This is an optimization exercise on Yosys and OpenROAD, whose aim is small area, a short achievable clock period and few clock cycles per item, not a production implementation. The RTL was checked by simulation tests, not by an equivalence proof against the original design.

==> 11-20: inputs <==
// fc_edge
module fc_edge (
    input  wire        clk,
    input  wire        rst,         
    input  wire        in_valid,
    output wire        in_ready,
    input  wire [2:0]  n_cells,     
    input  wire [2:0]  rot,         
    input  wire [10:0] minp,        
    input  wire [15:0] u_a,         
    input  wire [15:0] u_b,         
    input  wire [95:0] trim,        
    output reg         out_valid,
    output reg  [95:0] on_code,     
    output reg  [95:0] off_code,
    output reg  [3:0]  clip,        
    output reg  [2:0]  nssat        
);
    localparam signed [15:0] UMAX = 16'sd32440;    
    integer k;
    genvar j;
    reg        rdy;         
    reg        v0;          
    reg        p0;          
    reg [2:0]  n0, rot0;
    reg [10:0] minp0;
    reg [15:0] ua0, ub0;
    reg [63:0] trim03;      
    reg [31:0] trim45;      
    assign in_ready = rdy;
    wire accept = in_valid & rdy;
    wire two0   = n0 > 3'd4;
    always @(posedge clk) begin
        if (rst) begin
            rdy <= 1'b1;
            v0  <= 1'b0;
            p0  <= 1'b0;
        end else begin
            rdy <= ~(accept & (n_cells > 3'd4));
            v0  <= accept | (v0 & two0 & ~p0);
            p0  <= ~accept & v0 & two0 & ~p0;
        end
        trim03 <= trim[63:0];
        if (!(v0 & two0 & ~p0)) begin
            n0     <= n_cells;
            rot0   <= rot;
            minp0  <= minp;
            ua0    <= u_a;
            ub0    <= u_b;
            trim45 <= trim[95:64];
        end
    end
    wire signed [15:0] ua = ua0;
    wire signed [15:0] ub = ub0;
    wire ua_hi = ua > UMAX;
    wire ua_lo = ua < -UMAX;
    wire ub_hi = ub > UMAX;
    wire ub_lo = ub < -UMAX;
    wire [15:0] ua_u = {~ua0[15], ua0[14:0]};
    wire [15:0] ub_u = {~ub0[15], ub0[14:0]};
    wire [20:0] ua25u = {1'b0, ua_u, 4'd0} + {2'd0, ua_u, 3'd0} + {5'd0, ua_u};
    wire [20:0] ub25u = {1'b0, ub_u, 4'd0} + {2'd0, ub_u, 3'd0} + {5'd0, ub_u};
    wire [20:0] ua25 = ua_hi ? 21'd1630200 : ua_lo ? 21'd8200 : ua25u;
    wire [20:0] ub25 = ub_hi ? 21'd1630200 : ub_lo ? 21'd8200 : ub25u;
    wire [20:0] cw_a  [0:3];
    wire [20:0] cw_b  [0:3];
    wire [3:0]  cclamp [0:3];
    wire [7:0]  clip_bits;
    generate
        for (j = 0; j < 4; j = j + 1) begin : g_w
  ...
clock: 30.0 ns
lec_check: 0
abc_area: 1
cap_margin: 20
core_margin: 2
core_utilization: 40
place_density: 0.6
slew_margin: 20
run.sh (not shown) runs the stock make flow with config.mk's settings and CLKGATE_MAP_FILE= SYNTH_SCRIPT=/design/flow/synth_recipe.tcl, a recipe that flattens the netlist after the stock synthesis.
==> 03-07: changes against 11-20 <==
--- a/flow/design.v
+++ b/flow/design.v
@@ -81,18 +81,15 @@
 module fc_cell_q (
     input  wire        [20:0] w4r_a,     
     input  wire        [20:0] w4r_b,
     input  wire        [3:0]  clamp,     
     input  wire        [10:0] minp,
-    input  wire        [11:0] mm1,       
-    input  wire        [17:0] kh0,       
-    input  wire        [17:0] kh1,       
-    input  wire        [15:0] centre,
+    input  wire        [15:0] maxw1,     
     input  wire        [19:0] m1,        
     input  wire        [7:0]  r2,        
     input  wire               f,         
-    output wire        [17:0] x,         
+    output wire        [15:0] y_a,
     output wire        [16:0] th,        
     output wire               c8,
     output wire               lo,
     output wire               hi,
     output wire        [19:0] m1_next,
@@ -105,28 +102,27 @@
     wire [23:0] xs, xc, a;
     fc_csa #(24) u_ca (.x({1'b0, w4_a, 2'd0}), .y({{3{m1[19]}}, m1, 1'b0}), .z({{15{~f}}, 1'b1, ~r2}),
                        .s(xs), .c(xc));
     fc_add #(24) u_a (.a(xs), .b(xc), .ci(1'b1), .s(a));
     wire [7:0]  r_a = a[7:0];
-    wire [15:0] y_a = a[23:8];
-    fc_add #(18) u_x (.a({2'd0, centre}), .b(~{{2{y_a[15]}}, y_a}), .ci(1'b1), .s(x));
+    assign y_a = a[23:8];
     wire [24:0] t1s, t1c, t2s, t2c, t;
     fc_csa #(25) u_t1 (.x({2'd0, w4_a, 2'd0}), .y({2'd0, w4_b, 2'd0}), .z({{5{m1[19]}}, m1}),
                        .s(t1s), .c(t1c));
     fc_csa #(25) u_t2 (.x(t1s), .y(t1c), .z({{17{~f}}, ~r2}), .s(t2s), .c(t2c));    
     fc_add #(25) u_t (.a(t2s), .b(t2c), .ci(1'b1), .s(t));
     assign th = t[24:8];
     wire [8:0]  tl = {1'b0, t[7:0]} + {1'b0, r_a};
     assign c8  = tl[8];
     wire [7:0]  r_b = tl[7:0];
-    wire [17:0] dl0, dl1, dh0, dh1;
-    fc_add #(18) u_l0 (.a({th[16], th}), .b(~{7'd0, minp}), .ci(1'b1), .s(dl0));
-    fc_add #(18) u_l1 (.a({th[16], th}), .b(~{{6{mm1[11]}}, mm1}), .ci(1'b1), .s(dl1));
-    fc_add #(18) u_h0 (.a({th[16], th}), .b(kh0), .ci(1'b0), .s(dh0));
-    fc_add #(18) u_h1 (.a({th[16], th}), .b(kh1), .ci(1'b0), .s(dh1));
-    assign lo = c8 ? dl1[17] : dl0[17];
-    assign hi = c8 ? ~dh1[17] : ~dh0[17];
+    wire [24:0] l1s, l1c, h1s, h1c, dl, dh;
+    fc_csa #(25) u_l1 (.x(t2s), .y(t2c), .z({6'h3F, ~minp, 8'hFF}), .s(l1s), .c(l1c));
+    fc_add #(25) u_lo (.a(l1s), .b({l1c[24:1], 1'b1}), .ci(1'b1), .s(dl));
+    fc_csa #(25) u_h1 (.x(t2s), .y(t2c), .z({1'b1, ~maxw1, 8'hFF}), .s(h1s), .c(h1c));
+    fc_add #(25) u_hi (.a(h1s), .b({h1c[24:1], 1'b1}), .ci(1'b1), .s(dh));
+    assign lo = dl[24] & ~(c8 & &dl[24:8]);
+    assign hi = ~(dh[24] & ~(c8 & &dh[24:8]));
     wire signed [16:0] ts = th;
     wire rb_hi = r_b > 8'd128;
     wire rb_lo = r_b < 8'd128;
     wire sl_hi0 = (ts > 17'sd1024)  | ((ts == 17'sd1024)  & rb_hi);
     wire sl_hi1 = (ts > 17'sd1023)  | ((ts == 17'sd1023)  & rb_hi);
@@ -146,20 +142,23 @@
     assign m1_next = lo ? m_lo : hi ? m_hi : {12'd0, r_b};
     assign f_next  = lo ? ~(sl_hi | sl_lo) & c8 : hi & ~(sh_hi | sh_lo) & c8;
     assign r2_next = r_a;
 endmodule
 module fc_cell_o (
-    input  wire        [17:0] x,         
+    input  wire        [15:0] centre,
+    input  wire        [15:0] y_a,
     input  wire        [16:0] th,
     input  wire               c8,
     input  wire               lo,
     input  wire               hi,
     output wire        [15:0] on_code,
     output wire        [15:0] off_code
 );
-    wire [17:0] z;
-    fc_add #(18) u_z (.a(x), .b({th[16], th}), .ci(c8), .s(z));
+    wire [17:0] x, z, zs, zc;
+    fc_add #(18) u_x (.a({2'd0, centre}), .b(~{{2{y_a[15]}}, y_a}), .ci(1'b1), .s(x));
+    fc_csa #(18) u_cz (.x({2'd0, centre}), .y({th[16], th}), .z(~{{2{y_a[15]}}, y_a}), .s(zs), .c(zc));
+    fc_add #(18) u_z (.a(zs), .b({zc[17:1], c8}), .ci(1'b1), .s(z));
     wire [15:0] on_n  = x[17] ? {x[15:11] + 5'd25, x[10:0]} : x[15:0];
     wire [15:0] off_n = z[17] ? {z[15:11] + 5'd25, z[10:0]} :
                         (z[16:11] >= 6'd25) ? {z[15:11] - 5'd25, z[10:0]} : z[15:0];
     assign on_code  = lo ? 16'hFFFF : hi ? 16'hFFFE : on_n;
     assign off_code = (lo | hi) ? 16'h0000 : off_n;
@@ -204,11 +203,11 @@
             rdy <= ~(accept & (n_cells > 3'd4));
             v0  <= accept | (v0 & two0 & ~p0);
             p0  <= ~accept & v0 & two0 & ~p0;
         end
         trim03 <= trim[63:0];
-        if (!(v0 & two0 & ~p0)) begin
+        if (rdy) begin
             n0     <= n_cells;
             rot0   <= rot;
             minp0  <= minp;
             ua0    <= u_a;
             ub0    <= u_b;
@@ -245,10 +244,11 @@
         end
     endgenerate
     reg        v1, p1, last1;
     reg [2:0]  n1, rot1;
     reg [10:0] minp1;
+    reg [15:0] maxw1;
     reg [9:0]  clip1;       
     reg [20:0] w_a1 [0:3];
     reg [20:0] w_b1 [0:3];
     reg [3:0]  cl1  [0:3];
     always @(posedge clk) begin
@@ -256,10 +256,11 @@
         p1    <= p0;
         last1 <= p0 | ~two0;
         n1    <= n0;
         rot1  <= rot0;
         minp1 <= minp0;
+        maxw1 <= 16'd51201 - {5'd0, minp0};
         clip1 <= {clip_bits, ~p0 & (ub_hi | ub_lo), ~p0 & (ua_hi | ua_lo)};
         for (k = 0; k < 4; k = k + 1) begin
             w_a1[k] <= cw_a[k];
             w_b1[k] <= cw_b[k];
             cl1[k]  <= cclamp[k];
@@ -269,14 +270,11 @@
     always @(posedge clk)
         rst1 <= rst;
     reg  [19:0] m1_q [0:5];
     reg  [7:0]  r2_q [0:5];
     reg         f_q  [0:5];      
-    wire [11:0] mm1 = {1'b0, minp1} - 12'd1;
-    wire [17:0] kh0 = {7'd0, minp1} - 18'd51201;
-    wire [17:0] kh1 = {7'd0, minp1} - 18'd51200;
-    wire [17:0] q_x   [0:3];
+    wire [15:0] q_ya  [0:3];
     wire [16:0] q_th  [0:3];
     wire        q_c8  [0:3];
     wire        q_lo  [0:3];
     wire        q_hi  [0:3];
     wire [19:0] q_m1  [0:3];
@@ -303,13 +301,13 @@
             end
             wire [15:0] centre = ctab[{pass, n1, rot1}];
             assign q_c[j] = centre;
             fc_cell_q u_q (
                 .w4r_a(w_a1[j]), .w4r_b(w_b1[j]), .clamp(cl1[j]),
-                .minp(minp1), .mm1(mm1), .kh0(kh0), .kh1(kh1), .centre(q_c[j]),
+                .minp(minp1), .maxw1(maxw1),
                 .m1(m1_q[j]), .r2(r2_q[j]), .f(f_q[j]),
-                .x(q_x[j]), .th(q_th[j]), .c8(q_c8[j]), .lo(q_lo[j]), .hi(q_hi[j]),
+                .y_a(q_ya[j]), .th(q_th[j]), .c8(q_c8[j]), .lo(q_lo[j]), .hi(q_hi[j]),
                 .m1_next(q_m1[j]), .r2_next(q_r2[j]), .f_next(q_f[j]), .sat(q_sat[j])
             );
         end
     endgenerate
     wire [2:0] clip_p;
@@ -318,11 +316,12 @@
                           {3'd0, clip1[8]} + {3'd0, clip1[9]};
     reg        v2, p2, last2;
     reg [3:0]  clip2;
     reg [3:0]  sat2;
     reg [3:0]  act2;
-    reg [17:0] x2  [0:3];
+    reg [15:0] ya2 [0:3];
+    reg [15:0] c2  [0:3];
     reg [16:0] th2 [0:3];
     reg        c82 [0:3];
     reg        lo2 [0:3];
     reg        hi2 [0:3];
     always @(posedge clk) begin
@@ -331,11 +330,12 @@
         last2 <= last1;
         clip2 <= clip_cnt;
         for (k = 0; k < 4; k = k + 1) begin
             sat2[k] <= q_sat[k] & q_act[k];
             act2[k] <= q_act[k];
-            x2[k]   <= q_x[k];
+            ya2[k]  <= q_ya[k];
+            c2[k]   <= q_c[k];
             th2[k]  <= q_th[k];
             c82[k]  <= q_c8[k];
             lo2[k]  <= q_lo[k];
             hi2[k]  <= q_hi[k];
         end
@@ -367,11 +367,11 @@
     wire [15:0] q_on  [0:3];
     wire [15:0] q_off [0:3];
     generate
         for (j = 0; j < 4; j = j + 1) begin : g_o
             fc_cell_o u_o (
-                .x(x2[j]), .th(th2[j]), .c8(c82[j]),
+                .centre(c2[j]), .y_a(ya2[j]), .th(th2[j]), .c8(c82[j]),
                 .lo(lo2[j]), .hi(hi2[j]),
                 .on_code(q_on[j]), .off_code(q_off[j])
             );
         end
     endgenerate
==> 04-28: changes against 11-20 <==
--- a/flow/design.v
+++ b/flow/design.v
@@ -81,18 +81,15 @@
 module fc_cell_q (
     input  wire        [20:0] w4r_a,     
     input  wire        [20:0] w4r_b,
     input  wire        [3:0]  clamp,     
     input  wire        [10:0] minp,
-    input  wire        [11:0] mm1,       
-    input  wire        [17:0] kh0,       
-    input  wire        [17:0] kh1,       
-    input  wire        [15:0] centre,
+    input  wire        [15:0] maxw1,     
     input  wire        [19:0] m1,        
     input  wire        [7:0]  r2,        
     input  wire               f,         
-    output wire        [17:0] x,         
+    output wire        [15:0] y_a,
     output wire        [16:0] th,        
     output wire               c8,
     output wire               lo,
     output wire               hi,
     output wire        [19:0] m1_next,
@@ -105,28 +102,27 @@
     wire [23:0] xs, xc, a;
     fc_csa #(24) u_ca (.x({1'b0, w4_a, 2'd0}), .y({{3{m1[19]}}, m1, 1'b0}), .z({{15{~f}}, 1'b1, ~r2}),
                        .s(xs), .c(xc));
     fc_add #(24) u_a (.a(xs), .b(xc), .ci(1'b1), .s(a));
     wire [7:0]  r_a = a[7:0];
-    wire [15:0] y_a = a[23:8];
-    fc_add #(18) u_x (.a({2'd0, centre}), .b(~{{2{y_a[15]}}, y_a}), .ci(1'b1), .s(x));
+    assign y_a = a[23:8];
     wire [24:0] t1s, t1c, t2s, t2c, t;
     fc_csa #(25) u_t1 (.x({2'd0, w4_a, 2'd0}), .y({2'd0, w4_b, 2'd0}), .z({{5{m1[19]}}, m1}),
                        .s(t1s), .c(t1c));
     fc_csa #(25) u_t2 (.x(t1s), .y(t1c), .z({{17{~f}}, ~r2}), .s(t2s), .c(t2c));    
     fc_add #(25) u_t (.a(t2s), .b(t2c), .ci(1'b1), .s(t));
     assign th = t[24:8];
     wire [8:0]  tl = {1'b0, t[7:0]} + {1'b0, r_a};
     assign c8  = tl[8];
     wire [7:0]  r_b = tl[7:0];
-    wire [17:0] dl0, dl1, dh0, dh1;
-    fc_add #(18) u_l0 (.a({th[16], th}), .b(~{7'd0, minp}), .ci(1'b1), .s(dl0));
-    fc_add #(18) u_l1 (.a({th[16], th}), .b(~{{6{mm1[11]}}, mm1}), .ci(1'b1), .s(dl1));
-    fc_add #(18) u_h0 (.a({th[16], th}), .b(kh0), .ci(1'b0), .s(dh0));
-    fc_add #(18) u_h1 (.a({th[16], th}), .b(kh1), .ci(1'b0), .s(dh1));
-    assign lo = c8 ? dl1[17] : dl0[17];
-    assign hi = c8 ? ~dh1[17] : ~dh0[17];
+    wire [24:0] l1s, l1c, h1s, h1c, dl, dh;
+    fc_csa #(25) u_l1 (.x(t2s), .y(t2c), .z({6'h3F, ~minp, 8'hFF}), .s(l1s), .c(l1c));
+    fc_add #(25) u_lo (.a(l1s), .b({l1c[24:1], 1'b1}), .ci(1'b1), .s(dl));
+    fc_csa #(25) u_h1 (.x(t2s), .y(t2c), .z({1'b1, ~maxw1, 8'hFF}), .s(h1s), .c(h1c));
+    fc_add #(25) u_hi (.a(h1s), .b({h1c[24:1], 1'b1}), .ci(1'b1), .s(dh));
+    assign lo = dl[24] & ~(c8 & &dl[24:8]);
+    assign hi = ~(dh[24] & ~(c8 & &dh[24:8]));
     wire signed [16:0] ts = th;
     wire rb_hi = r_b > 8'd128;
     wire rb_lo = r_b < 8'd128;
     wire sl_hi0 = (ts > 17'sd1024)  | ((ts == 17'sd1024)  & rb_hi);
     wire sl_hi1 = (ts > 17'sd1023)  | ((ts == 17'sd1023)  & rb_hi);
@@ -146,20 +142,23 @@
     assign m1_next = lo ? m_lo : hi ? m_hi : {12'd0, r_b};
     assign f_next  = lo ? ~(sl_hi | sl_lo) & c8 : hi & ~(sh_hi | sh_lo) & c8;
     assign r2_next = r_a;
 endmodule
 module fc_cell_o (
-    input  wire        [17:0] x,         
+    input  wire        [15:0] centre,
+    input  wire        [15:0] y_a,
     input  wire        [16:0] th,
     input  wire               c8,
     input  wire               lo,
     input  wire               hi,
     output wire        [15:0] on_code,
     output wire        [15:0] off_code
 );
-    wire [17:0] z;
-    fc_add #(18) u_z (.a(x), .b({th[16], th}), .ci(c8), .s(z));
+    wire [17:0] x, z, zs, zc;
+    fc_add #(18) u_x (.a({2'd0, centre}), .b(~{{2{y_a[15]}}, y_a}), .ci(1'b1), .s(x));
+    fc_csa #(18) u_cz (.x({2'd0, centre}), .y({th[16], th}), .z(~{{2{y_a[15]}}, y_a}), .s(zs), .c(zc));
+    fc_add #(18) u_z (.a(zs), .b({zc[17:1], c8}), .ci(1'b1), .s(z));
     wire [15:0] on_n  = x[17] ? {x[15:11] + 5'd25, x[10:0]} : x[15:0];
     wire [15:0] off_n = z[17] ? {z[15:11] + 5'd25, z[10:0]} :
                         (z[16:11] >= 6'd25) ? {z[15:11] - 5'd25, z[10:0]} : z[15:0];
     assign on_code  = lo ? 16'hFFFF : hi ? 16'hFFFE : on_n;
     assign off_code = (lo | hi) ? 16'h0000 : off_n;
@@ -204,11 +203,11 @@
             rdy <= ~(accept & (n_cells > 3'd4));
             v0  <= accept | (v0 & two0 & ~p0);
             p0  <= ~accept & v0 & two0 & ~p0;
         end
         trim03 <= trim[63:0];
-        if (!(v0 & two0 & ~p0)) begin
+        if (rdy) begin
             n0     <= n_cells;
             rot0   <= rot;
             minp0  <= minp;
             ua0    <= u_a;
             ub0    <= u_b;
@@ -245,10 +244,11 @@
         end
     endgenerate
     reg        v1, p1, last1;
     reg [2:0]  n1, rot1;
     reg [10:0] minp1;
+    reg [15:0] maxw1;
     reg [9:0]  clip1;       
     reg [20:0] w_a1 [0:3];
     reg [20:0] w_b1 [0:3];
     reg [3:0]  cl1  [0:3];
     always @(posedge clk) begin
@@ -256,10 +256,11 @@
         p1    <= p0;
         last1 <= p0 | ~two0;
         n1    <= n0;
         rot1  <= rot0;
         minp1 <= minp0;
+        maxw1 <= 16'd51201 - {5'd0, minp0};
         clip1 <= {clip_bits, ~p0 & (ub_hi | ub_lo), ~p0 & (ua_hi | ua_lo)};
         for (k = 0; k < 4; k = k + 1) begin
             w_a1[k] <= cw_a[k];
             w_b1[k] <= cw_b[k];
             cl1[k]  <= cclamp[k];
@@ -269,14 +270,11 @@
     always @(posedge clk)
         rst1 <= rst;
     reg  [19:0] m1_q [0:5];
     reg  [7:0]  r2_q [0:5];
     reg         f_q  [0:5];      
-    wire [11:0] mm1 = {1'b0, minp1} - 12'd1;
-    wire [17:0] kh0 = {7'd0, minp1} - 18'd51201;
-    wire [17:0] kh1 = {7'd0, minp1} - 18'd51200;
-    wire [17:0] q_x   [0:3];
+    wire [15:0] q_ya  [0:3];
     wire [16:0] q_th  [0:3];
     wire        q_c8  [0:3];
     wire        q_lo  [0:3];
     wire        q_hi  [0:3];
     wire [19:0] q_m1  [0:3];
@@ -303,13 +301,13 @@
             end
             wire [15:0] centre = ctab[{pass, n1, rot1}];
             assign q_c[j] = centre;
             fc_cell_q u_q (
                 .w4r_a(w_a1[j]), .w4r_b(w_b1[j]), .clamp(cl1[j]),
-                .minp(minp1), .mm1(mm1), .kh0(kh0), .kh1(kh1), .centre(q_c[j]),
+                .minp(minp1), .maxw1(maxw1),
                 .m1(m1_q[j]), .r2(r2_q[j]), .f(f_q[j]),
-                .x(q_x[j]), .th(q_th[j]), .c8(q_c8[j]), .lo(q_lo[j]), .hi(q_hi[j]),
+                .y_a(q_ya[j]), .th(q_th[j]), .c8(q_c8[j]), .lo(q_lo[j]), .hi(q_hi[j]),
                 .m1_next(q_m1[j]), .r2_next(q_r2[j]), .f_next(q_f[j]), .sat(q_sat[j])
             );
         end
     endgenerate
     wire [2:0] clip_p;
@@ -318,11 +316,12 @@
                           {3'd0, clip1[8]} + {3'd0, clip1[9]};
     reg        v2, p2, last2;
     reg [3:0]  clip2;
     reg [3:0]  sat2;
     reg [3:0]  act2;
-    reg [17:0] x2  [0:3];
+    reg [15:0] ya2 [0:3];
+    reg [15:0] c2  [0:3];
     reg [16:0] th2 [0:3];
     reg        c82 [0:3];
     reg        lo2 [0:3];
     reg        hi2 [0:3];
     always @(posedge clk) begin
@@ -331,11 +330,12 @@
         last2 <= last1;
         clip2 <= clip_cnt;
         for (k = 0; k < 4; k = k + 1) begin
             sat2[k] <= q_sat[k] & q_act[k];
             act2[k] <= q_act[k];
-            x2[k]   <= q_x[k];
+            ya2[k]  <= q_ya[k];
+            c2[k]   <= q_c[k];
             th2[k]  <= q_th[k];
             c82[k]  <= q_c8[k];
             lo2[k]  <= q_lo[k];
             hi2[k]  <= q_hi[k];
         end
@@ -367,11 +367,11 @@
     wire [15:0] q_on  [0:3];
     wire [15:0] q_off [0:3];
     generate
         for (j = 0; j < 4; j = j + 1) begin : g_o
             fc_cell_o u_o (
-                .x(x2[j]), .th(th2[j]), .c8(c82[j]),
+                .centre(c2[j]), .y_a(ya2[j]), .th(th2[j]), .c8(c82[j]),
                 .lo(lo2[j]), .hi(hi2[j]),
                 .on_code(q_on[j]), .off_code(q_off[j])
             );
         end
     endgenerate
Settings changed: ABC_AREA 1 to unset.
==> comparison <==
The highest area after synthesis belongs to 03-07, the lowest to 11-20. Between 11-20 and 03-07, the lower fmax is in 03-07 (gap 0.98%, measured against 03-07). Clock-buffer cell count: 11-20 < 03-07 < 04-28. Between 04-28 and 11-20, the lower worst hold slack is in 04-28 (gap 0.0023 ns). Against 04-28, the die area of 03-07 is larger by 2.2%. Non-clock buffer count, lowest first: 03-07, 11-20, 04-28. 11-20 produced a clean layout. 03-07 completed with no timing, DRC or antenna violations. 04-28 went through all stages and came out clean. The highest cell area belongs to 03-07, the lowest to 11-20.
==> figures <==
| metric | 03-07 | 04-28 | 11-20 |
|---|---|---|---|
| Yosys synthesis warning count | 28 | 28 | 26 |
| Area of the core | 0.2019 mm² | 0.1972 mm² | 0.1809 mm² |
| Die Y-Extent | 454.3 µm | 449.3 µm | 431.1 µm |
| Area delta synth->final | 12.81% | 13.21% | 13.46% |
| Crit. Startpoint | rdy | rdy | clip[1] |
| Register Area | 0.02153 mm² | 0.02154 mm² | 0.02067 mm² |
| Wire length reported by the detailed router | 246200 µm | 246500 µm | 221600 µm |
| Clock buffer instance count of the final layout | 140 | 152 | 136 |
| Routed vias/inst | 4.946 | 5.353 | 4.984 |
| Critical path destination | in_ready | in_ready | clip[1] |
| Result of the run | timing/DRC/antenna clean | timing/DRC/antenna clean | timing/DRC/antenna clean |
| Met2 Routed Length | 106200 µm | 109900 µm | 95600 µm |
| DP Area | 0.08782 mm² | 0.08601 mm² | 0.07937 mm² |
| Largest clock skew in the final design | 0.03593 ns | 0.04172 ns | 0.03919 ns |
Testbench counts of 11-20, summed over its fixed seeds: cycles 24,032, items 24,000.
Testbench counts of 03-07, summed over its fixed seeds: cycles 24,032, items 24,000.
Testbench counts of 04-28, summed over its fixed seeds: cycles 24,032, items 24,000.

## static timing again, ports no longer ideal
How much do the figures lean on ideal ports? The routed layouts below were timed once more, with nothing changed but the port constraints. Step 1 (the two cells are an assumption about what drives the block):
set clk [get_ports {clk}]
set_driving_cell -lib_cell sky130_fd_sc_hd__clkbuf_16 $clk
set_driving_cell -lib_cell sky130_fd_sc_hd__buf_2 [delete_from_list [all_inputs] $clk]
Step 2 adds t to the input delays and takes it off the output delays; t is the mean of the earliest and latest rising clock arrival at the registers after step 1. Input paths then give back, and output paths get back, about the clock's delay inside the block. Slacks: no drivers / after step 1 / after step 2; pairs: no drivers / after step 1.
run | t, ns | setup slack, ns | slew at the worst register clock pin (ns) | cell pins on the clock port's net
11-20 | 0.813 | 22.360 / 22.283 / 23.040 | 0.07 / 0.07 | 1
03-07 | 0.837 | 22.285 / 22.200 / 22.961 | 0.07 / 0.07 | 1
04-28 | 0.847 | 21.788 / 21.700 / 21.874 | 0.07 / 0.07 | 1
After both steps every run listed still meets setup and hold.
